This design comes from an exercise in tuning for small area, a short achievable clock period and few clock cycles per item on the open sky130 flow, not from production work.
Where RTL was checked, it was by simulation tests only, not by an equivalence proof against the original.
For run 3, only the layout was checked, not whether the RTL still works.

==> design.v <==
module rs_front (
    input  wire         mode,
    input  wire [255:0] data_in,
    input  wire [31:0]  erase_in,
    output wire [31:0]  e,           
    output wire [7:0]   s0,
    output wire [7:0]   s1,          
    output wire [7:0]   k1,
    output wire [7:0]   k2,
    output wire         no_er,       
    output wire         one_er,      
    output wire         two_er,      
    output wire         many         
);
function automatic [7:0] gf_mulc;
  input [7:0] a;
  input integer k;
  integer j;
  reg [7:0] r;
  begin
    r = a;
    for (j = 0; j < k; j = j + 1)
      r = {r[6:0], 1'b0} ^ (r[7] ? 8'h1D : 8'h00);
    gf_mulc = r;
  end
endfunction
function [7:0] gf_inv;
  input [7:0] a;
  begin
    case (a)
    8'h00: gf_inv = 8'h00;
    8'h01: gf_inv = 8'h01;
    8'h02: gf_inv = 8'h8E;
    8'h03: gf_inv = 8'hF4;
    8'h04: gf_inv = 8'h47;
    8'h05: gf_inv = 8'hA7;
    8'h06: gf_inv = 8'h7A;
    8'h07: gf_inv = 8'hBA;
    8'h08: gf_inv = 8'hAD;
    8'h09: gf_inv = 8'h9D;
    8'h0A: gf_inv = 8'hDD;
    8'h0B: gf_inv = 8'h98;
    8'h0C: gf_inv = 8'h3D;
    8'h0D: gf_inv = 8'hAA;
    8'h0E: gf_inv = 8'h5D;
    8'h0F: gf_inv = 8'h96;
    8'h10: gf_inv = 8'hD8;
    8'h11: gf_inv = 8'h72;
    8'h12: gf_inv = 8'hC0;
    8'h13: gf_inv = 8'h58;
    8'h14: gf_inv = 8'hE0;
    8'h15: gf_inv = 8'h3E;
    8'h16: gf_inv = 8'h4C;
    8'h17: gf_inv = 8'h66;
    8'h18: gf_inv = 8'h90;
    8'h19: gf_inv = 8'hDE;
    8'h1A: gf_inv = 8'h55;
    8'h1B: gf_inv = 8'h80;
    8'h1C: gf_inv = 8'hA0;
    8'h1D: gf_inv = 8'h83;
    8'h1E: gf_inv = 8'h4B;
    8'h1F: gf_inv = 8'h2A;
    8'h20: gf_inv = 8'h6C;
    8'h21: gf_inv = 8'hED;
    8'h22: gf_inv = 8'h39;
    8'h23: gf_inv = 8'h51;
    8'h24: gf_inv = 8'h60;
    8'h25: gf_inv = 8'h56;
    8'h26: gf_inv = 8'h2C;
    8'h27: gf_inv = 8'h8A;
    8'h28: gf_inv = 8'h70;
    8'h29: gf_inv = 8'hD0;
    8'h2A: gf_inv = 8'h1F;
    8'h2B: gf_inv = 8'h4A;
    8'h2C: gf_inv = 8'h26;
    8'h2D: gf_inv = 8'h8B;
    8'h2E: gf_inv = 8'h33;
    8'h2F: gf_inv = 8'h6E;
    8'h30: gf_inv = 8'h48;
    8'h31: gf_inv = 8'h89;
    8'h32: gf_inv = 8'h6F;
    8'h33: gf_inv = 8'h2E;
    8'h34: gf_inv = 8'hA4;
    8'h35: gf_inv = 8'hC3;
    8'h36: gf_inv = 8'h40;
    8'h37: gf_inv = 8'h5E;
    8'h38: gf_inv = 8'h50;
    8'h39: gf_inv = 8'h22;
    8'h3A: gf_inv = 8'hCF;
    8'h3B: gf_inv = 8'hA9;
    8'h3C: gf_inv = 8'hAB;
    8'h3D: gf_inv = 8'h0C;
    8'h3E: gf_inv = 8'h15;
    8'h3F: gf_inv = 8'hE1;
    8'h40: gf_inv = 8'h36;
    8'h41: gf_inv = 8'h5F;
    8'h42: gf_inv = 8'hF8;
    8'h43: gf_inv = 8'hD5;
    8'h44: gf_inv = 8'h92;
    8'h45: gf_inv = 8'h4E;
    8'h46: gf_inv = 8'hA6;
    8'h47: gf_inv = 8'h04;
    8'h48: gf_inv = 8'h30;
    8'h49: gf_inv = 8'h88;
    8'h4A: gf_inv = 8'h2B;
    8'h4B: gf_inv = 8'h1E;
    8'h4C: gf_inv = 8'h16;
    8'h4D: gf_inv = 8'h67;
    8'h4E: gf_inv = 8'h45;
    8'h4F: gf_inv = 8'h93;
    8'h50: gf_inv = 8'h38;
    8'h51: gf_inv = 8'h23;
    8'h52: gf_inv = 8'h68;
    8'h53: gf_inv = 8'h8C;
    8'h54: gf_inv = 8'h81;
    8'h55: gf_inv = 8'h1A;
    8'h56: gf_inv = 8'h25;
    8'h57: gf_inv = 8'h61;
    8'h58: gf_inv = 8'h13;
    8'h59: gf_inv = 8'hC1;
    8'h5A: gf_inv = 8'hCB;
    8'h5B: gf_inv = 8'h63;
    8'h5C: gf_inv = 8'h97;
    8'h5D: gf_inv = 8'h0E;
    8'h5E: gf_inv = 8'h37;
    8'h5F: gf_inv = 8'h41;
    8'h60: gf_inv = 8'h24;
    8'h61: gf_inv = 8'h57;
    8'h62: gf_inv = 8'hCA;
    8'h63: gf_inv = 8'h5B;
    8'h64: gf_inv = 8'hB9;
    8'h65: gf_inv = 8'hC4;
    8'h66: gf_inv = 8'h17;
    8'h67: gf_inv = 8'h4D;
    8'h68: gf_inv = 8'h52;
    8'h69: gf_inv = 8'h8D;
    8'h6A: gf_inv = 8'hEF;
    8'h6B: gf_inv = 8'hB3;
    8'h6C: gf_inv = 8'h20;
    8'h6D: gf_inv = 8'hEC;
    8'h6E: gf_inv = 8'h2F;
    8'h6F: gf_inv = 8'h32;
    8'h70: gf_inv = 8'h28;
    8'h71: gf_inv = 8'hD1;
    8'h72: gf_inv = 8'h11;
    8'h73: gf_inv = 8'hD9;
    8'h74: gf_inv = 8'hE9;
    8'h75: gf_inv = 8'hFB;
    8'h76: gf_inv = 8'hDA;
    8'h77: gf_inv = 8'h79;
    8'h78: gf_inv = 8'hDB;
    8'h79: gf_inv = 8'h77;
    8'h7A: gf_inv = 8'h06;
    8'h7B: gf_inv = 8'hBB;
    8'h7C: gf_inv = 8'h84;
    8'h7D: gf_inv = 8'hCD;
    8'h7E: gf_inv = 8'hFE;
    8'h7F: gf_inv = 8'hFC;
    8'h80: gf_inv = 8'h1B;
    8'h81: gf_inv = 8'h54;
    8'h82: gf_inv = 8'hA1;
    8'h83: gf_inv = 8'h1D;
    8'h84: gf_inv = 8'h7C;
    8'h85: gf_inv = 8'hCC;
    8'h86: gf_inv = 8'hE4;
    8'h87: gf_inv = 8'hB0;
    8'h88: gf_inv = 8'h49;
    8'h89: gf_inv = 8'h31;
    8'h8A: gf_inv = 8'h27;
    8'h8B: gf_inv = 8'h2D;
    8'h8C: gf_inv = 8'h53;
    8'h8D: gf_inv = 8'h69;
    8'h8E: gf_inv = 8'h02;
    8'h8F: gf_inv = 8'hF5;
    8'h90: gf_inv = 8'h18;
    8'h91: gf_inv = 8'hDF;
    8'h92: gf_inv = 8'h44;
    8'h93: gf_inv = 8'h4F;
    8'h94: gf_inv = 8'h9B;
    8'h95: gf_inv = 8'hBC;
    8'h96: gf_inv = 8'h0F;
    8'h97: gf_inv = 8'h5C;
    8'h98: gf_inv = 8'h0B;
    8'h99: gf_inv = 8'hDC;
    8'h9A: gf_inv = 8'hBD;
    8'h9B: gf_inv = 8'h94;
    8'h9C: gf_inv = 8'hAC;
    8'h9D: gf_inv = 8'h09;
    8'h9E: gf_inv = 8'hC7;
    8'h9F: gf_inv = 8'hA2;
    8'hA0: gf_inv = 8'h1C;
    8'hA1: gf_inv = 8'h82;
    8'hA2: gf_inv = 8'h9F;
    8'hA3: gf_inv = 8'hC6;
    8'hA4: gf_inv = 8'h34;
    8'hA5: gf_inv = 8'hC2;
    8'hA6: gf_inv = 8'h46;
    8'hA7: gf_inv = 8'h05;
    8'hA8: gf_inv = 8'hCE;
    8'hA9: gf_inv = 8'h3B;
    8'hAA: gf_inv = 8'h0D;
    8'hAB: gf_inv = 8'h3C;
    8'hAC: gf_inv = 8'h9C;
    8'hAD: gf_inv = 8'h08;
    8'hAE: gf_inv = 8'hBE;
    8'hAF: gf_inv = 8'hB7;
    8'hB0: gf_inv = 8'h87;
    8'hB1: gf_inv = 8'hE5;
    8'hB2: gf_inv = 8'hEE;
    8'hB3: gf_inv = 8'h6B;
    8'hB4: gf_inv = 8'hEB;
    8'hB5: gf_inv = 8'hF2;
    8'hB6: gf_inv = 8'hBF;
    8'hB7: gf_inv = 8'hAF;
    8'hB8: gf_inv = 8'hC5;
    8'hB9: gf_inv = 8'h64;
    8'hBA: gf_inv = 8'h07;
    8'hBB: gf_inv = 8'h7B;
    8'hBC: gf_inv = 8'h95;
    8'hBD: gf_inv = 8'h9A;
    8'hBE: gf_inv = 8'hAE;
    8'hBF: gf_inv = 8'hB6;
    8'hC0: gf_inv = 8'h12;
    8'hC1: gf_inv = 8'h59;
    8'hC2: gf_inv = 8'hA5;
    8'hC3: gf_inv = 8'h35;
    8'hC4: gf_inv = 8'h65;
    8'hC5: gf_inv = 8'hB8;
    8'hC6: gf_inv = 8'hA3;
    8'hC7: gf_inv = 8'h9E;
    8'hC8: gf_inv = 8'hD2;
    8'hC9: gf_inv = 8'hF7;
    8'hCA: gf_inv = 8'h62;
    8'hCB: gf_inv = 8'h5A;
    8'hCC: gf_inv = 8'h85;
    8'hCD: gf_inv = 8'h7D;
    8'hCE: gf_inv = 8'hA8;
    8'hCF: gf_inv = 8'h3A;
    8'hD0: gf_inv = 8'h29;
    8'hD1: gf_inv = 8'h71;
    8'hD2: gf_inv = 8'hC8;
    8'hD3: gf_inv = 8'hF6;
    8'hD4: gf_inv = 8'hF9;
    8'hD5: gf_inv = 8'h43;
    8'hD6: gf_inv = 8'hD7;
    8'hD7: gf_inv = 8'hD6;
    8'hD8: gf_inv = 8'h10;
    8'hD9: gf_inv = 8'h73;
    8'hDA: gf_inv = 8'h76;
    8'hDB: gf_inv = 8'h78;
    8'hDC: gf_inv = 8'h99;
    8'hDD: gf_inv = 8'h0A;
    8'hDE: gf_inv = 8'h19;
    8'hDF: gf_inv = 8'h91;
    8'hE0: gf_inv = 8'h14;
    8'hE1: gf_inv = 8'h3F;
    8'hE2: gf_inv = 8'hE6;
    8'hE3: gf_inv = 8'hF0;
    8'hE4: gf_inv = 8'h86;
    8'hE5: gf_inv = 8'hB1;
    8'hE6: gf_inv = 8'hE2;
    8'hE7: gf_inv = 8'hF1;
    8'hE8: gf_inv = 8'hFA;
    8'hE9: gf_inv = 8'h74;
    8'hEA: gf_inv = 8'hF3;
    8'hEB: gf_inv = 8'hB4;
    8'hEC: gf_inv = 8'h6D;
    8'hED: gf_inv = 8'h21;
    8'hEE: gf_inv = 8'hB2;
    8'hEF: gf_inv = 8'h6A;
    8'hF0: gf_inv = 8'hE3;
    8'hF1: gf_inv = 8'hE7;
    8'hF2: gf_inv = 8'hB5;
    8'hF3: gf_inv = 8'hEA;
    8'hF4: gf_inv = 8'h03;
    8'hF5: gf_inv = 8'h8F;
    8'hF6: gf_inv = 8'hD3;
    8'hF7: gf_inv = 8'hC9;
    8'hF8: gf_inv = 8'h42;
    8'hF9: gf_inv = 8'hD4;
    8'hFA: gf_inv = 8'hE8;
    8'hFB: gf_inv = 8'h75;
    8'hFC: gf_inv = 8'h7F;
    8'hFD: gf_inv = 8'hFF;
    8'hFE: gf_inv = 8'h7E;
    8'hFF: gf_inv = 8'hFD;
    endcase
  end
endfunction
assign e = mode ? erase_in : {16'd0, erase_in[15:0]};
reg [38:0] t_lo, t_hi;
reg [7:0]  c_lo, c_hi;
integer i, j;
always @* begin
  t_lo = 39'd0;
  t_hi = 39'd0;
  c_lo = 8'd0;
  c_hi = 8'd0;
  for (i = 0; i < 32; i = i + 1)
    for (j = 0; j < 8; j = j + 1)
      if (i < 16) begin
        t_lo[31-i+j] = t_lo[31-i+j] ^ data_in[8*i+j];
        c_lo[j]      = c_lo[j]      ^ data_in[8*i+j];
      end else begin
        t_hi[31-i+j] = t_hi[31-i+j] ^ data_in[8*i+j];
        c_hi[j]      = c_hi[j]      ^ data_in[8*i+j];
      end
end
wire [38:0] t = t_lo ^ ({39{mode}} & t_hi);
reg  [7:0]  x1;
integer k;
always @* begin
  x1 = 8'd0;
  for (k = 0; k < 39; k = k + 1)
    x1 = x1 ^ ({8{t[k]}} & gf_mulc(8'h01, k));
end
assign s0 = c_lo ^ ({8{mode}} & c_hi);
assign s1 = x1;
reg [7:0] zx;
always @* begin
  zx = 8'd0;
  for (i = 0; i < 32; i = i + 1)
    zx = zx ^ ({8{e[i]}} & gf_mulc(8'h01, 31 - i));
end
reg [31:0] below, above;
always @* begin
  below[0] = 1'b0;
  for (i = 1; i < 32; i = i + 1)
    below[i] = below[i-1] | e[i-1];
  above[31] = 1'b0;
  for (i = 30; i >= 0; i = i - 1)
    above[i] = above[i+1] | e[i+1];
end
wire [31:0] f1 = e & ~below;
wire [31:0] f2 = e & ~above;
reg [4:0] p, q;
always @* begin
  p = 5'd0;
  q = 5'd0;
  for (i = 0; i < 32; i = i + 1) begin
    p = p | ({5{f1[i]}} & i[4:0]);
    q = q | ({5{f2[i]}} & i[4:0]);
  end
end
assign no_er  = (e == 32'd0);
wire   multi  = |(e & below);
assign many   = |(e & below & above);
assign one_er = ~no_er & ~multi;
assign two_er = multi & ~many;
wire [4:0] dq = q - p;
assign k1 = gf_inv(no_er ? s0 : zx);
reg [7:0] cd;
always @* begin
  case (dq)
    5'd0: cd = 8'h01;
    5'd1: cd = 8'hF4;
    5'd2: cd = 8'hA7;
    5'd3: cd = 8'h9D;
    5'd4: cd = 8'h72;
    5'd5: cd = 8'hED;
    5'd6: cd = 8'h5F;
    5'd7: cd = 8'h54;
    5'd8: cd = 8'hA0;
    5'd9: cd = 8'hA9;
    5'd10: cd = 8'hFB;
    5'd11: cd = 8'h74;
    5'd12: cd = 8'h85;
    5'd13: cd = 8'hE4;
    5'd14: cd = 8'hC0;
    5'd15: cd = 8'h8A;
    5'd16: cd = 8'h67;
    5'd17: cd = 8'hDC;
    5'd18: cd = 8'h26;
    5'd19: cd = 8'h63;
    5'd20: cd = 8'hF2;
    5'd21: cd = 8'hE9;
    5'd22: cd = 8'hB4;
    5'd23: cd = 8'hD2;
    5'd24: cd = 8'h02;
    5'd25: cd = 8'h8E;
    5'd26: cd = 8'hBA;
    5'd27: cd = 8'hAA;
    5'd28: cd = 8'hDE;
    5'd29: cd = 8'h89;
    5'd30: cd = 8'h57;
    5'd31: cd = 8'h59;
  endcase
end
assign k2 = no_er ? 8'd0 : cd;
endmodule
module rs_gfmul (
    input  wire [7:0] a,
    input  wire [7:0] b,
    output wire [7:0] y
);
reg [14:0] t;
integer i, j;
always @* begin
  t = 15'd0;
  for (i = 0; i < 8; i = i + 1)
    for (j = 0; j < 8; j = j + 1)
      t[i+j] = t[i+j] ^ (a[i] & b[j]);
end
assign y = t[7:0]
         ^ ({8{t[8]}}  & 8'h1D)
         ^ ({8{t[9]}}  & 8'h3A)
         ^ ({8{t[10]}} & 8'h74)
         ^ ({8{t[11]}} & 8'hE8)
         ^ ({8{t[12]}} & 8'hCD)
         ^ ({8{t[13]}} & 8'h87)
         ^ ({8{t[14]}} & 8'h13);
endmodule
module rs_back (
    input  wire         mode,
    input  wire [255:0] d,           
    input  wire [31:0]  e,
    input  wire [7:0]   s0,
    input  wire [7:0]   s1,
    input  wire [7:0]   k1,
    input  wire [7:0]   k2,
    input  wire         no_er,
    input  wire         one_er,
    input  wire         two_er,
    input  wire         many,
    output reg  [255:0] data_out,
    output wire [31:0]  erase_out,
    output wire [1:0]   status
);
reg [31:0] below, above;
integer i;
always @* begin
  below[0] = 1'b0;
  for (i = 1; i < 32; i = i + 1)
    below[i] = below[i-1] | e[i-1];
  above[31] = 1'b0;
  for (i = 30; i >= 0; i = i - 1)
    above[i] = above[i+1] | e[i+1];
end
wire [31:0] f1 = e & ~below;
wire [31:0] f2 = e & ~above;
wire [7:0] y1, y2;
rs_gfmul u_m1 (.a(s1), .b(k1), .y(y1));
rs_gfmul u_m2 (.a(s0), .b(k2), .y(y2));
wire [7:0] y = y1 ^ y2;
wire [31:0] m;
assign m[0] = (y == 8'hC0);
assign m[1] = (y == 8'h60);
assign m[2] = (y == 8'h30);
assign m[3] = (y == 8'h18);
assign m[4] = (y == 8'h0C);
assign m[5] = (y == 8'h06);
assign m[6] = (y == 8'h03);
assign m[7] = (y == 8'h8F);
assign m[8] = (y == 8'hC9);
assign m[9] = (y == 8'hEA);
assign m[10] = (y == 8'h75);
assign m[11] = (y == 8'hB4);
assign m[12] = (y == 8'h5A);
assign m[13] = (y == 8'h2D);
assign m[14] = (y == 8'h98);
assign m[15] = (y == 8'h4C);
assign m[16] = (y == 8'h26);
assign m[17] = (y == 8'h13);
assign m[18] = (y == 8'h87);
assign m[19] = (y == 8'hCD);
assign m[20] = (y == 8'hE8);
assign m[21] = (y == 8'h74);
assign m[22] = (y == 8'h3A);
assign m[23] = (y == 8'h1D);
assign m[24] = (y == 8'h80);
assign m[25] = (y == 8'h40);
assign m[26] = (y == 8'h20);
assign m[27] = (y == 8'h10);
assign m[28] = (y == 8'h08);
assign m[29] = (y == 8'h04);
assign m[30] = (y == 8'h02);
assign m[31] = (y == 8'h01);
wire [31:0] mm = m & (mode ? 32'hFFFF_FFFF : 32'h0000_FFFF);
wire clean = (s0 == 8'd0) & (s1 == 8'd0);
wire ynz   = |y;
wire kill  = many | (one_er & ynz);
wire fail  = kill | (no_er & ~clean & ~|mm);
wire [7:0]  ea   = kill ? 8'd0 : (two_er ? y : s0);
wire [7:0]  eb   = two_er ? (y ^ s0) : 8'd0;
wire [31:0] sela = no_er ? mm : f1;
wire [255:0] dm  = mode ? d : {128'd0, d[127:0]};
always @*
  for (i = 0; i < 32; i = i + 1)
    data_out[8*i +: 8] = dm[8*i +: 8] ^ (({8{sela[i]}} & ea) | ({8{f2[i]}} & eb));
assign erase_out = fail ? e : 32'd0;
assign status = fail ? 2'd2 : ((no_er & clean) ? 2'd0 : 2'd1);
endmodule
module rs_c2c3_decoder (
    input  wire         clk,
    input  wire         rst,         
    input  wire         in_valid,
    output wire         in_ready,
    input  wire         in_mode,     
    input  wire [255:0] in_data,
    input  wire [31:0]  in_erase,
    output reg          out_valid,
    input  wire         out_ready,
    output wire [255:0] out_data,
    output wire [31:0]  out_erase,
    output wire [1:0]   out_status
);
wire [31:0]  f_e;
wire [7:0]   f_s0, f_s1, f_k1, f_k2;
wire         f_no_er, f_one_er, f_two_er, f_many;
rs_front u_front (
    .mode(in_mode), .data_in(in_data), .erase_in(in_erase),
    .e(f_e), .s0(f_s0), .s1(f_s1), .k1(f_k1), .k2(f_k2),
    .no_er(f_no_er), .one_er(f_one_er), .two_er(f_two_er), .many(f_many)
);
reg         r_mode;
reg [255:0] r_d;
reg [31:0]  r_e;
reg [7:0]   r_s0, r_s1, r_k1, r_k2;
reg         r_no_er, r_one_er, r_two_er, r_many;
assign in_ready = !out_valid || out_ready;
always @(posedge clk) begin
  if (rst) begin
    out_valid <= 1'b0;
  end else if (in_ready) begin
    out_valid <= in_valid;
  end
end
always @(posedge clk) begin
  if (in_valid && in_ready) begin
    r_mode <= in_mode;
    r_d    <= in_data;
    r_e    <= f_e;
    r_s0   <= f_s0;
    r_s1   <= f_s1;
    r_k1   <= f_k1;
    r_k2   <= f_k2;
    r_no_er  <= f_no_er;
    r_one_er <= f_one_er;
    r_two_er <= f_two_er;
    r_many   <= f_many;
  end
end
rs_back u_back (
    .mode(r_mode), .d(r_d), .e(r_e), .s0(r_s0), .s1(r_s1), .k1(r_k1), .k2(r_k2),
    .no_er(r_no_er), .one_er(r_one_er), .two_er(r_two_er), .many(r_many),
    .data_out(out_data), .erase_out(out_erase), .status(out_status)
);
endmodule
==> flow/run.sh <==
#!/bin/bash
# The standard layout, with plain buffers (not delay cells) on the ports and
# timing repair aiming for slack beyond the clock's, so the layout reaches a
# shorter period than the 25 ns it is built at.
set -euo pipefail
export BUFFER_PORTS_ARGS="-buffer_cell sky130_fd_sc_hd__buf_1"
export SETUP_SLACK_MARGIN=14.74
export TNS_END_PERCENT=100
bash standard.sh > standard.log 2>&1
==> standard.sh <==
#!/bin/bash
# synth_recipe.tcl (not shown) runs the flow's synth.tcl, then flattens the netlist and writes it again
# the make line also repeats each setting of config.mk as NAME=value (left out here)
make -C /OpenROAD-flow-scripts/flow DESIGN_CONFIG=/design/flow/config.mk WORK_HOME=/design/flow/orfs CLKGATE_MAP_FILE= SYNTH_SCRIPT=/design/flow/synth_recipe.tcl "${@:-finish}"
==> config.mk <==
export PLATFORM = sky130hd
export DESIGN_NAME = rs_c2c3_decoder
export DESIGN_NICKNAME = rs_c2c3_decoder
export VERILOG_FILES = /design/flow/design.v
export SDC_FILE = /design/flow/constraint.sdc
export NUM_CORES = 4
export LEC_CHECK = 0
export CAP_MARGIN = 5
export CORE_MARGIN = 2
export CORE_UTILIZATION = 55
export CTS_BUF_LIST = sky130_fd_sc_hd__clkbuf_16
export CTS_CLUSTER_DIAMETER = 100
export CTS_CLUSTER_SIZE = 20
export SLEW_MARGIN = 5
==> constraint.sdc <==
create_clock -name core_clock -period 25.0 [get_ports {clk}]
set_input_delay 5.0000 -clock core_clock [delete_from_list [all_inputs] [get_ports {clk}]]
set_output_delay 5.0000 -clock core_clock [all_outputs]
set_load 0.01 [all_outputs]
==> impl_metrics.ini, run 1 <==
[logic_synthesis]
syn-cell-area_mm2 = 0.0295
yosysTopAreaCell = edfxtp_1
synth_xor_area_share_pct = 30.5
ys_warn_count = 4
yosys.area_share.simple_pct = 13.8
synth.ff_latch_count = 326
synth-adder-area-share_pct = 1.59
synth_enable_flop_cells = 325
ys_async_sr_fraction_pct = 0
avgSynthCellArea_um2 = 8.92
synth.distinct_cells = 82
synth_mux_area_share_pct = 0.971
seq_area_frac_synth_pct = 33.1
synth_fp_nets = 3629
yosysMostFrequentCell = xnor2_1
synth_top_family_by_area = XOR/XNOR gates
syn_inst = 3307
ys_top_cells_by_count = xnor2_1 (729), nand2_1 (437), edfxtp_1 (325), o22ai_1 (264), xor2_1 (247)
synth_compound_area_share_pct = 16.1
ys_top_cells_by_area = edfxtp_1 (33%), xnor2_1 (22%), xor2_1 (7.3%)
synthFlopType = edfxtp_1
synth_top_area_share_pct = 33.1

[global_route]
overflow = 0
track_usage_pct = 45.9
antenna_found_initial = 6
grt_pass1_wl_um = 191000
grt_max_degree = 94
grt_pass1_vias = 29000

[setup_path]
cp_slowest_cell = nand2b_4
slowest_delay_ns = 0.13
path_cells = buf_1 -> nand2b_4 -> buf_6
arrival_ns = 5.32
critPathRequiredTime_ns = 20.00
crit_path_end_kind = output pin
rr_worst_depth = 6
critical_path_class = in2out
crit_path_start_kind = input port
cp_max_fo = 2

[clocking]
cts_tree = done
h-tree-depth = 1
cts_hold_buf = 0
cts.path.max_buffers = 3
cts_made_buffers = 23
cts.sinks = 326
cts-root-buf = clkbuf_16
clkLatencyLatePin_ns = 0.60
clk_pin_slew_ns = 0.07

[timing]
fin_crit_sh_pct = 41.3
timing.setup.tns_ns = 0
setup_viol = 0
fin_crit_ns = 10.33
worst_slew_pin_slew_ns = 1.26
whs_ns = 0.602
slew_viol_final = 0
relSlewSlack_pct = 16.1
grt_setup_unrepaired = true
timing.final.hold_violations = 0
max_freq_ghz = 0.0969
fin_worst_skew_ns = 0.0456

[floorplan]
die_area_mm2 = 0.0555
placementRows = 84
start_util_pct = 55.9
die_h_um = 236
io_pins = 585
die_x_um = 236
core_area_mm2 = 0.0528

[min_path]
whs_path_depth = 3
hold_class = reg2reg

[placement]
dp_hpwl_um = 102000
gp_congestion = 1.06
port_buffers = 584

[run]
cap_violations = 0

[route]
drcViolationCount = 0
first_pass_iters = 6
routed_via_density = 6.78
wirelength_um = 134000
drtIter0Drc = 5005
vias = 30500
avgRoutedWirePerCell_um = 29.9
ant_nets = 0

[outcome]
status = timing/DRC/antenna clean

[final_layout]
post-route-util_pct = 63.4
fin_nets = 4119
layout-drive-gt1-share_pct = 5.73
synthToLayoutAreaGrowth_pct = 13.3
## final cells by class
class | count | area [um^2]
clock inverter | 8 | 95.1
tap | 688 | 861
antenna | 6 | 15.0
timing repair buffer | 685 | 3010
clock buffer | 23 | 576
sequential | 326 | 9780
inverter | 57 | 214
multi-input combinational | 2704 | 18900
fill | 4474 | 19300
## registers in the layout, indices dropped and copies added, names as in the netlist
register	cells
r_d	256
r_k2	8
r_k1	8
r_e	32
r_many	1
r_s0	8
r_one_er	1
r_two_er	1
r_s1	8
r_no_er	1
r_mode	1
out_valid	1
## timing repair
item,in CTS,in global routing
buffers inserted,9,26
gates resized for setup,18,29
hold endpoints to repair,0,0
pin swaps,1,1
endpoints found under the setup margin,293,241
## final timing paths
check	slack (ns)	to	startpoint
setup / recovery	14.68	in_ready	out_ready
hold reg to reg	0.60	out_valid	out_valid
setup reg to reg	20.88	r_d[202]	out_valid
hold / removal	0.60	out_valid	out_valid
## cell usage in the layout, fill, tap and decap left out, types with 10 or more instances in the layout
cell,instances
and3_1,10
nand3b_1,11
nand3_1,51
nand2_1,434
nand4_1,11
a211oi_1,21
buf_1,581
buf_4,97
o211ai_1,28
clkbuf_16,23
xnor2_1,726
a32oi_1,23
nand2b_1,14
a221oi_1,12
and2_1,57
o22ai_1,261
ha_1,28
a21o_1,14
nor4_1,18
nor2_1,192
a31oi_1,23
edfxtp_1,325
maj3_1,10
o221ai_1,13
a22oi_1,13
inv_1,56
or3_1,11
mux2i_1,14
a21oi_1,113
xor2_1,243
nor3_1,62
o21ai_0,89
## critical path: cells and delay by family
kind,cells,cell delay (ns)
buffers and inverters,2,0.19
AND/OR/NAND/NOR,1,0.13
## logic make-up after synthesis
family                     count (synthesis)
DFF                                      326
muxes                                     26
and+or+nand+nor                          919
adders and majority gates                 39
AOI/OAI and AO/OA                        722
xor gates and xnor gates                 998
buffers and inverters                    277
## stage by stage
step                      area [um^2]  setup WS [ns]  std cells
after CTS                       33000          14.64       4465
after detailed placement        32200          13.98       4425
final                           33400          14.68       4497
after floorplan                 29500          14.82       3307
after global routing            33400          14.67       4494
after global placement          32200          14.06       4425
## routing by layer
layer	track usage [%]	wire length (um)	vias to the layer above	part of all wire (%)
met5	0	0	-	0
li1	-	-	12700	-
met2	71.4	58300	2755	43
met3	11.9	18500	693	14
met4	31.3	11600	0	8.6
met1	56.1	46000	14400	34
Testbench counts, summed over its fixed seeds: cycles 12,008, items 12,000.
==> run 2: changes to the inputs <==
--- a/design.v
+++ b/design.v
@@ -322,6 +322,15 @@
   for (i = 0; i < 32; i = i + 1)
     zx = zx ^ ({8{e[i]}} & gf_mulc(8'h01, 31 - i));
 end
+reg [4:0] p, q;
+always @* begin
+  p = 5'd0;
+  q = 5'd0;
+  for (i = 31; i >= 0; i = i - 1)
+    if (e[i]) p = i[4:0];
+  for (i = 0; i < 32; i = i + 1)
+    if (e[i]) q = i[4:0];
+end
 reg [31:0] below, above;
 always @* begin
   below[0] = 1'b0;
@@ -331,19 +340,8 @@
   for (i = 30; i >= 0; i = i - 1)
     above[i] = above[i+1] | e[i+1];
 end
-wire [31:0] f1 = e & ~below;
-wire [31:0] f2 = e & ~above;
-reg [4:0] p, q;
-always @* begin
-  p = 5'd0;
-  q = 5'd0;
-  for (i = 0; i < 32; i = i + 1) begin
-    p = p | ({5{f1[i]}} & i[4:0]);
-    q = q | ({5{f2[i]}} & i[4:0]);
-  end
-end
 assign no_er  = (e == 32'd0);
-wire   multi  = |(e & below);
+wire   multi  = (p != q);
 assign many   = |(e & below & above);
 assign one_er = ~no_er & ~multi;
 assign two_er = multi & ~many;
--- a/flow/run.sh
+++ b/flow/run.sh
@@ -4,6 +4,6 @@
 # shorter period than the 25 ns it is built at.
 set -euo pipefail
 export BUFFER_PORTS_ARGS="-buffer_cell sky130_fd_sc_hd__buf_1"
-export SETUP_SLACK_MARGIN=14.74
+export SETUP_SLACK_MARGIN=14.8
 export TNS_END_PERCENT=100
 bash standard.sh > standard.log 2>&1
--- a/config.mk
+++ b/config.mk
@@ -5,10 +5,10 @@
 export SDC_FILE = /design/flow/constraint.sdc
 export NUM_CORES = 4
 export LEC_CHECK = 0
-export CAP_MARGIN = 5
+export CAP_MARGIN = 20
 export CORE_MARGIN = 2
 export CORE_UTILIZATION = 55
 export CTS_BUF_LIST = sky130_fd_sc_hd__clkbuf_16
 export CTS_CLUSTER_DIAMETER = 100
 export CTS_CLUSTER_SIZE = 20
-export SLEW_MARGIN = 5
+export SLEW_MARGIN = 20
==> run 2 against run 1 <==
Still clean. Clock skew down 0.033 ns. Flip-flop and latch count unchanged. Routed wire length up 2.6%. Area after synthesis up 1.0%. Register-to-register slack better by 0.73 ns. Critical path depth unchanged. Worst hold slack better by 0.13 ns. Cell count up 0.36%.
==> impl_metrics.ini, run 2 <==
[global_route]
overflow = 0
met2_usage_pct = 69.3
antenna_found_initial = 11
top_usage_layer = met2
grt_max_degree = 89
met1_usage_pct = 59.7
met3_usage_pct = 13.8
grt_pass1_vias = 28300
track_usage_pct = 46.6
grt_pass1_wl_um = 192000

[outcome]
status = timing/DRC/antenna clean

[setup_path]
slowest_delay_ns = 0.14
rrSetupSlack_ns = 21.61
critPathRequiredTime_ns = 20.00
crit_end = in_ready
arrival_ns = 5.33
r2r_start = out_valid
path_cells = buf_1 -> nand2b_4 -> buf_6
rr_worst_depth = 6
cp_slowest_cell = nand2b_4
cp-startpoint = out_ready
cp_max_fo = 2
crit_path_end_kind = output pin
r2r-end = r_d[122]
crit_path_start_kind = input port
critical_path_class = in2out

[final_layout]
largest_register = r_d
largest_reg_flops = 256
n_fill_cell = 4546
synthToLayoutAreaGrowth_pct = 14.6
layout_common_cells = xnor2_1 (756), buf_1 (582), nand2_1 (451), edfxtp_1 (325), xor2_1 (198)
reg.largest.list = r_d: 256 flops, r_e: 32 flops
fin_cells = 4513
post-route-util_pct = 63.6
fin_nets = 4120
mostFrequentLayoutCell = xnor2_1
layout-drive-gt1-share_pct = 7.61

[logic_synthesis]
synth.distinct_cells = 98
synth_enable_flop_cells = 325
avgSynthCellArea_um2 = 9.07
yosysTopAreaCell = edfxtp_1
ys_warn_count = 4
synth_fp_nets = 3611
seq_area_frac_synth_pct = 32.8
synth_top_area_share_pct = 32.7
ys_async_sr_fraction_pct = 0
syn_inst = 3288
yosysMostFrequentCell = xnor2_1
syn-cell-area_mm2 = 0.0298
ys_top_cells_by_count = xnor2_1 (764), nand2_1 (452), edfxtp_1 (325), xor2_1 (207), nor2_1 (166)
synth.ff_latch_count = 326
synthFlopType = edfxtp_1
ys_top_cells_by_area = edfxtp_1 (33%), xnor2_1 (22%), xor2_1 (6.1%)

[clocking]
cts-root-buf = clkbuf_16
clkLatencyLatePin_ns = 0.57
cts.path.max_buffers = 3
clk_pin_slew_ns = 0.09
cts_made_buffers = 23
h-tree-depth = 1
cts.sinks = 326
cts_tree = done

[floorplan]
placementRows = 85
die_x_um = 237
core_area_mm2 = 0.0537
die_h_um = 237
io_pins = 585
die_area_mm2 = 0.0561
start_util_pct = 55.5

[timing]
slew_viol_final = 0
timing.setup.tns_ns = 0
grt_setup_unrepaired = true
fin_worst_skew_ns = 0.0122
fin_crit_ns = 10.33
fin_crit_sh_pct = 41.3
setup_viol = 0
max_freq_ghz = 0.0968
relSlewSlack_pct = 15.3
worst_slew_pin_slew_ns = 1.27
timing.final.hold_violations = 0

[route]
avgRoutedWirePerCell_um = 30.6
drcViolationCount = 0
first_pass_iters = 10
routed_via_density = 6.80
ant_nets = 0
vias = 30700
drtIter0Drc = 5229
wirelength_um = 138000

[min_path]
hold_class = reg2reg

[placement]
port_buffers = 584
dp_cells = 4383
dp_hpwl_um = 103000
gp_congestion = 1.07

[run]
cap_violations = 0
-- run 2: cell count changes in the layout (fill, tap and decap cells not counted), moves of 16 or more --
| cell | delta |
|---|---|
| o22ai_1 | -172 |
| nor2_1 | -28 |
| xnor2_1 | +30 |
| buf_4 | +17 |
| a32oi_1 | -17 |
| nand2_1 | +17 |
| a22oi_1 | +137 |
| nand3_1 | -16 |
| xor2_1 | -45 |
-- run 2: logic make-up (layout without fill, tap and decap cells) --
family,after synthesis,in the layout,synth area share (%)
compound gates,733,734,17.0
simple gates,911,911,13.8
xor+xnor,997,997,30.4
mux,13,13,0.533
buf+inv,275,796,4.18
flops,326,326,32.8
other cells,0,7,0
fa+ha+maj,33,33,1.39
-- run 2: through the flow --
stage,cell area [um^2],hold WS (ns),setup WS (ns)
2_1_floorplan,29800,0.593,14.82
3_3_place_gp,32200,0.498,14.10
3_5_place_dp,32200,0.539,14.15
4_1_cts,33600,0.624,14.69
5_1_grt,34200,0.744,14.65
6_report,34200,0.731,14.67
-- run 2: worst min-delay path by stage --
stage	from	end	slack, ns	cells after the start
2_1_floorplan	out_valid	out_valid	0.59	2
3_3_place_gp	out_valid	out_valid	0.50	2
3_5_place_dp	out_valid	out_valid	0.54	2
4_1_cts	out_valid	out_valid	0.62	3
5_1_grt	out_valid	out_valid	0.74	4
6_report	out_valid	out_valid	0.73	4
-- run 2: metal layers --
metal	routed length [um]	share of wire, %
met1	47800	35
met2	57700	42
met3	21200	15
met4	11200	8.1
met5	67	0.049
-- run 2: what timing repair did --
| item | CTS | global route |
|---|---|---|
| resized for setup | 44 | 38 |
| gates cloned | 0 | 1 |
| setup endpoints to repair | 294 | 218 |
| hold buffers | 0 | 0 |
| buffers inserted | 50 | 34 |
| pin swaps | 8 | 6 |
-- run 2: cell type report --
| type | instances | area, um^2 | share of cell area, % |
|---|---|---|---|
| diodes | 7 | 17.5 | 0.0513 |
| clock inverters | 15 | 138 | 0.403 |
| flip-flops and latches | 326 | 9780 | 28.6 |
| inverters | 47 | 179 | 0.524 |
| repair buffers | 711 | 3260 | 9.54 |
| multi-input cells | 2688 | 19300 | 56.6 |
| clock buffers | 23 | 576 | 1.68 |
| well taps | 696 | 871 | 2.55 |
-- run 2: critical path: cells and delay by family --
| kind | cells | cell delay (ns) |
|---|---|---|
| buffers and inverters | 2 | 0.19 |
| and+or+nand+nor | 1 | 0.14 |
Testbench counts of run 2, summed over its fixed seeds: cycles 12,008, items 12,000.
==> run 3: changes to the inputs <==
--- a/design.v
+++ b/design.v
@@ -4,9 +4,8 @@
     input  wire [31:0]  erase_in,
     output wire [31:0]  e,           
     output wire [7:0]   s0,
-    output wire [7:0]   s1,          
-    output wire [7:0]   k1,
-    output wire [7:0]   k2,
+    output wire [7:0]   y,           
+    output wire         clean,       
     output wire         no_er,       
     output wire         one_er,      
     output wire         two_er,      
@@ -315,7 +314,8 @@
     x1 = x1 ^ ({8{t[k]}} & gf_mulc(8'h01, k));
 end
 assign s0 = c_lo ^ ({8{mode}} & c_hi);
-assign s1 = x1;
+wire [7:0] s1 = x1;
+assign clean = (s0 == 8'd0) & (s1 == 8'd0);
 reg [7:0] zx;
 always @* begin
   zx = 8'd0;
@@ -346,7 +346,7 @@
 assign one_er = ~no_er & ~multi;
 assign two_er = multi & ~many;
 wire [4:0] dq = q - p;
-assign k1 = gf_inv(no_er ? s0 : zx);
+wire [7:0] k1 = gf_inv(no_er ? s0 : zx);
 reg [7:0] cd;
 always @* begin
   case (dq)
@@ -384,7 +384,11 @@
     5'd31: cd = 8'h59;
   endcase
 end
-assign k2 = no_er ? 8'd0 : cd;
+wire [7:0] k2 = no_er ? 8'd0 : cd;
+wire [7:0] y1, y2;
+rs_gfmul u_m1 (.a(s1), .b(k1), .y(y1));
+rs_gfmul u_m2 (.a(s0), .b(k2), .y(y2));
+assign y = y1 ^ y2;
 endmodule
 module rs_gfmul (
     input  wire [7:0] a,
@@ -413,9 +417,8 @@
     input  wire [255:0] d,           
     input  wire [31:0]  e,
     input  wire [7:0]   s0,
-    input  wire [7:0]   s1,
-    input  wire [7:0]   k1,
-    input  wire [7:0]   k2,
+    input  wire [7:0]   y,
+    input  wire         clean,
     input  wire         no_er,
     input  wire         one_er,
     input  wire         two_er,
@@ -436,10 +439,6 @@
 end
 wire [31:0] f1 = e & ~below;
 wire [31:0] f2 = e & ~above;
-wire [7:0] y1, y2;
-rs_gfmul u_m1 (.a(s1), .b(k1), .y(y1));
-rs_gfmul u_m2 (.a(s0), .b(k2), .y(y2));
-wire [7:0] y = y1 ^ y2;
 wire [31:0] m;
 assign m[0] = (y == 8'hC0);
 assign m[1] = (y == 8'h60);
@@ -474,7 +473,6 @@
 assign m[30] = (y == 8'h02);
 assign m[31] = (y == 8'h01);
 wire [31:0] mm = m & (mode ? 32'hFFFF_FFFF : 32'h0000_FFFF);
-wire clean = (s0 == 8'd0) & (s1 == 8'd0);
 wire ynz   = |y;
 wire kill  = many | (one_er & ynz);
 wire fail  = kill | (no_er & ~clean & ~|mm);
@@ -503,17 +501,19 @@
     output wire [1:0]   out_status
 );
 wire [31:0]  f_e;
-wire [7:0]   f_s0, f_s1, f_k1, f_k2;
+wire [7:0]   f_s0, f_y;
+wire         f_clean;
 wire         f_no_er, f_one_er, f_two_er, f_many;
 rs_front u_front (
     .mode(in_mode), .data_in(in_data), .erase_in(in_erase),
-    .e(f_e), .s0(f_s0), .s1(f_s1), .k1(f_k1), .k2(f_k2),
+    .e(f_e), .s0(f_s0), .y(f_y), .clean(f_clean),
     .no_er(f_no_er), .one_er(f_one_er), .two_er(f_two_er), .many(f_many)
 );
 reg         r_mode;
 reg [255:0] r_d;
 reg [31:0]  r_e;
-reg [7:0]   r_s0, r_s1, r_k1, r_k2;
+reg [7:0]   r_s0, r_y;
+reg         r_clean;
 reg         r_no_er, r_one_er, r_two_er, r_many;
 assign in_ready = !out_valid || out_ready;
 always @(posedge clk) begin
@@ -529,9 +529,8 @@
     r_d    <= in_data;
     r_e    <= f_e;
     r_s0   <= f_s0;
-    r_s1   <= f_s1;
-    r_k1   <= f_k1;
-    r_k2   <= f_k2;
+    r_y    <= f_y;
+    r_clean <= f_clean;
     r_no_er  <= f_no_er;
     r_one_er <= f_one_er;
     r_two_er <= f_two_er;
@@ -539,7 +538,7 @@
   end
 end
 rs_back u_back (
-    .mode(r_mode), .d(r_d), .e(r_e), .s0(r_s0), .s1(r_s1), .k1(r_k1), .k2(r_k2),
+    .mode(r_mode), .d(r_d), .e(r_e), .s0(r_s0), .y(r_y), .clean(r_clean),
     .no_er(r_no_er), .one_er(r_one_er), .two_er(r_two_er), .many(r_many),
     .data_out(out_data), .erase_out(out_erase), .status(out_status)
 );
==> flow/run.sh (replaced) <==
#!/bin/bash
# The standard layout, with plain buffers (not delay cells) on the ports and
# timing repair aiming for slack beyond the clock's, so the layout reaches a
# shorter period than the 25 ns it is built at.
set -euo pipefail
export BUFFER_PORTS_ARGS="-buffer_cell sky130_fd_sc_hd__buf_2"
export SETUP_SLACK_MARGIN=14.65
export TNS_END_PERCENT=100
bash standard.sh > standard.log 2>&1
--- a/config.mk
+++ b/config.mk
@@ -7,8 +7,5 @@
 export LEC_CHECK = 0
 export CAP_MARGIN = 20
 export CORE_MARGIN = 2
-export CORE_UTILIZATION = 55
-export CTS_BUF_LIST = sky130_fd_sc_hd__clkbuf_16
-export CTS_CLUSTER_DIAMETER = 100
-export CTS_CLUSTER_SIZE = 20
+export CORE_UTILIZATION = 50
 export SLEW_MARGIN = 20
==> run 3 against run 2 <==
Still clean. Register-to-register slack lost 0.03 ns. Worst hold slack lost 0.11 ns. Routed wire length grew 2.5%. Sequential share of layout area shrank 2.5 points. Flip-flop and latch count shrank 15. Critical path depth grew 15. Utilization shrank 1.6 points. First-iteration DRC count shrank 14%. Final area grew 4.3%. Area after synthesis shrank 2.8%. Highest routed layer is now met4.
==> impl_metrics.ini, run 3 <==
[final_layout]
multiInputGateArea_mm2 = 0.0196
fin_cells = 4565
reg.largest.list = r_d: 256 flops, r_e: 32 flops
fin_nets = 4087
layout_common_cells = xnor2_1 (719), buf_2 (578), nand2_1 (319), edfxtp_1 (310), xor2_1 (217)
largest_register = r_d
n_fill_cell = 4932
largest_reg_flops = 256
seq_area_mm2 = 0.00933
mostFrequentLayoutCell = xnor2_1
layout-drive-gt1-share_pct = 25.2
synthToLayoutAreaGrowth_pct = 23.0
finalInstanceArea_mm2 = 0.0356

[clocking]
cts_tree = done
clk_pin_slew_ns = 0.06
h-tree-depth = 2
cts-root-buf = clkbuf_16
cts.sinks = 311
clkLatencyLatePin_ns = 0.58
cts_made_buffers = 39
cts.path.max_buffers = 3
cts_hold_buf = 0

[timing]
worst_slew_pin_slew_ns = 1.24
grt_setup_unrepaired = true
slew_viol_final = 0
setup_viol = 0
fin_crit_ns = 10.53
finalWorstSetupSlack_ns = 14.47
timing.setup.tns_ns = 0
fin_worst_skew_ns = 0.0287
max_freq_ghz = 0.0949
timing.final.hold_violations = 0
relSlewSlack_pct = 16.9
fin_crit_sh_pct = 42.1

[global_route]
track_usage_pct = 44.6
grt_max_degree = 79
overflow = 0
grt_pass1_wl_um = 196000
grt_pass1_vias = 28700
antenna_found_initial = 9

[outcome]
status = timing/DRC/antenna clean

[logic_synthesis]
seq_area_frac_synth_pct = 32.2
yosysTopAreaCell = edfxtp_1
synth.distinct_cells = 94
synth-adder-area-share_pct = 1.57
synth_enable_flop_cells = 310
ys_warn_count = 4
synth_mux_area_share_pct = 0.785
synthFlopType = edfxtp_1
syn_inst = 3206
synth_xor_area_share_pct = 31.1
synth.ff_latch_count = 311
synth_top_family_by_area = XOR/XNOR gates
ys_top_cells_by_area = edfxtp_1 (32%), xnor2_1 (22%), xor2_1 (6.7%)
ys_top_cells_by_count = xnor2_1 (732), nand2_1 (331), edfxtp_1 (310), xor2_1 (222), nor2_1 (219)
yosys.area_share.simple_pct = 13.9
synth_fp_nets = 3534
synth_top_area_share_pct = 32.1
avgSynthCellArea_um2 = 9.04
syn-cell-area_mm2 = 0.0290
ys_async_sr_fraction_pct = 0
yosysMostFrequentCell = xnor2_1
synth_compound_area_share_pct = 16.8

[placement]
dp_hpwl_um = 104000
dp_worst_setup_slack_ns = 12.56
dp_cells = 4406
port_buffers = 584
gp_congestion = 1.06
postPlaceCellArea_mm2 = 0.0325

[floorplan]
die_x_um = 245
core_area_mm2 = 0.0575
start_util_pct = 50.4
die_h_um = 245
io_pins = 585
die_area_mm2 = 0.0599
placementRows = 88

[route]
first_pass_iters = 9
routed_via_density = 6.67
drtIter0Drc = 4508
ant_nets = 0
drcViolationCount = 0
avgRoutedWirePerCell_um = 31.0
vias = 30400
wirelength_um = 141000

[setup_path]
cp_max_fo = 11
crit_path_end_kind = flop
r2r-end = r_d[11]
r2r_start = out_valid
arrival_ns = 10.83
critical_path_class = in2reg
crit_path_start_kind = input port
rrSetupSlack_ns = 21.58
cp-startpoint = in_data[66]
crit_end = r_y[3]
critPathRequiredTime_ns = 25.30
rr_worst_depth = 5

[min_path]
hold_class = reg2reg

[run]
cap_violations = 0
[run 3: cell count changes after synthesis, moves of 38 or more]
cell and change:
nand2_1 -121, buf_2 -46, nor2_1 +53, a22oi_1 -51
o22ai_1 +82, clkbuf_1 +38
[run 3: cells by family (layout without fill, tap and decap cells)]
logic type      after synthesis  in the layout
xor+xnor                    984            985
fa+ha+maj                    36             36
flops                       311            311
mux                          21             21
buf+inv                     266            844
other cells                   0             13
compound gates              717            717
simple gates                871            873
[run 3: layout make-up]
| cell class | instances | share of cell area [%] |
|---|---|---|
| Antenna cell | 13 | 0.0913 |
| Clock buffer | 44 | 2.91 |
| Clock inverter | 25 | 0.909 |
| Inverter | 67 | 0.800 |
| Multi-Input combinational cell | 2632 | 54.9 |
| Sequential cell | 311 | 26.2 |
| Tap cell | 765 | 2.68 |
| Timing Repair Buffer | 708 | 11.5 |
[run 3: worst min path at each step]
stage	startpoint	to	slack [ns]	cells after the start
final	out_valid	out_valid	0.62	3
after global routing	out_valid	out_valid	0.65	3
after CTS	out_valid	out_valid	0.61	3
after detailed placement	out_valid	out_valid	0.53	2
after global placement	out_valid	out_valid	0.50	2
after floorplan	out_valid	out_valid	0.59	2
[run 3: per-stage QoR]
| step | utilization [%] | hold slack (ns) |
|---|---|---|
| 3_3_place_gp | 56.6 | 0.495 |
| 5_1_grt | 62.0 | 0.650 |
| 3_5_place_dp | 56.6 | 0.527 |
| 2_1_floorplan | - | 0.593 |
| 6_report | 62.0 | 0.620 |
| 4_1_cts | 60.4 | 0.608 |
[run 3: metal layers]
metal  wire length, um  up-vias  track usage (%)
met5                 0        -                0
met4             12400        0             32.1
met3             18000      715             11.0
met2             62400     2736             69.5
met1             48500    14400             54.0
li1                  -    12600                -
[run 3: what timing repair did]
action	in CTS	in global routing
gates cloned	4	2
setup buffers	29	39
gates resized for setup	103	102
setup endpoints to repair	49	70
pin swaps	38	39
[run 3: worst max-delay path, stage by stage]
cell	delay, ns
buf_2	0.14
xor2_1	0.36
xnor2_1	0.16
xnor2_1	0.54
xnor2_1	0.38
nand4_1	0.52
nand3_4	0.34
buf_12	0.18
nand3_1	0.41
o21ai_0	0.57
a21o_1	0.13
a21oi_1	0.11
a21oi_1	0.43
o211ai_1	0.17
xnor2_1	0.21
xor3_2	0.53
xor2_2	0.21
xnor3_1	0.42

==> what the ideal ports hide <==
Ports are ideal in the flow. The routed layouts listed here were re-timed in OpenROAD.
Step 1, drivers: a clkbuf_16 drives clk and a buf_2 each remaining input, both assumed.
Step 2, shift: input delay + t, output delay - t, t = (earliest + latest rising clock arrival at the registers) / 2. This alone moves slack from input paths to output paths.
Slacks: no drivers / after step 1 / after step 2; pairs: no drivers / after step 1.
run | shift t [ns] | slack for setup (ns) | slew at the worst register clock pin (ns) | worst slew at a driven data input, ns | cell pins on the clock port's net
run 1 | 0.641 | 14.675 / 14.645 / 14.415 | 0.10 / 0.10 | 0.11 | 1
run 2 | 0.633 | 14.673 / 14.651 / 14.507 | 0.10 / 0.10 | 0.13 | 1
run 3 | 0.637 | 14.465 / 14.515 / 13.878 | 0.07 / 0.07 | 0.16 | 1
After both steps every run listed still meets setup and hold. For run 3, which loses most, drivers alone change the setup slack by +0.050 ns; drivers and shift together by -0.587 ns.
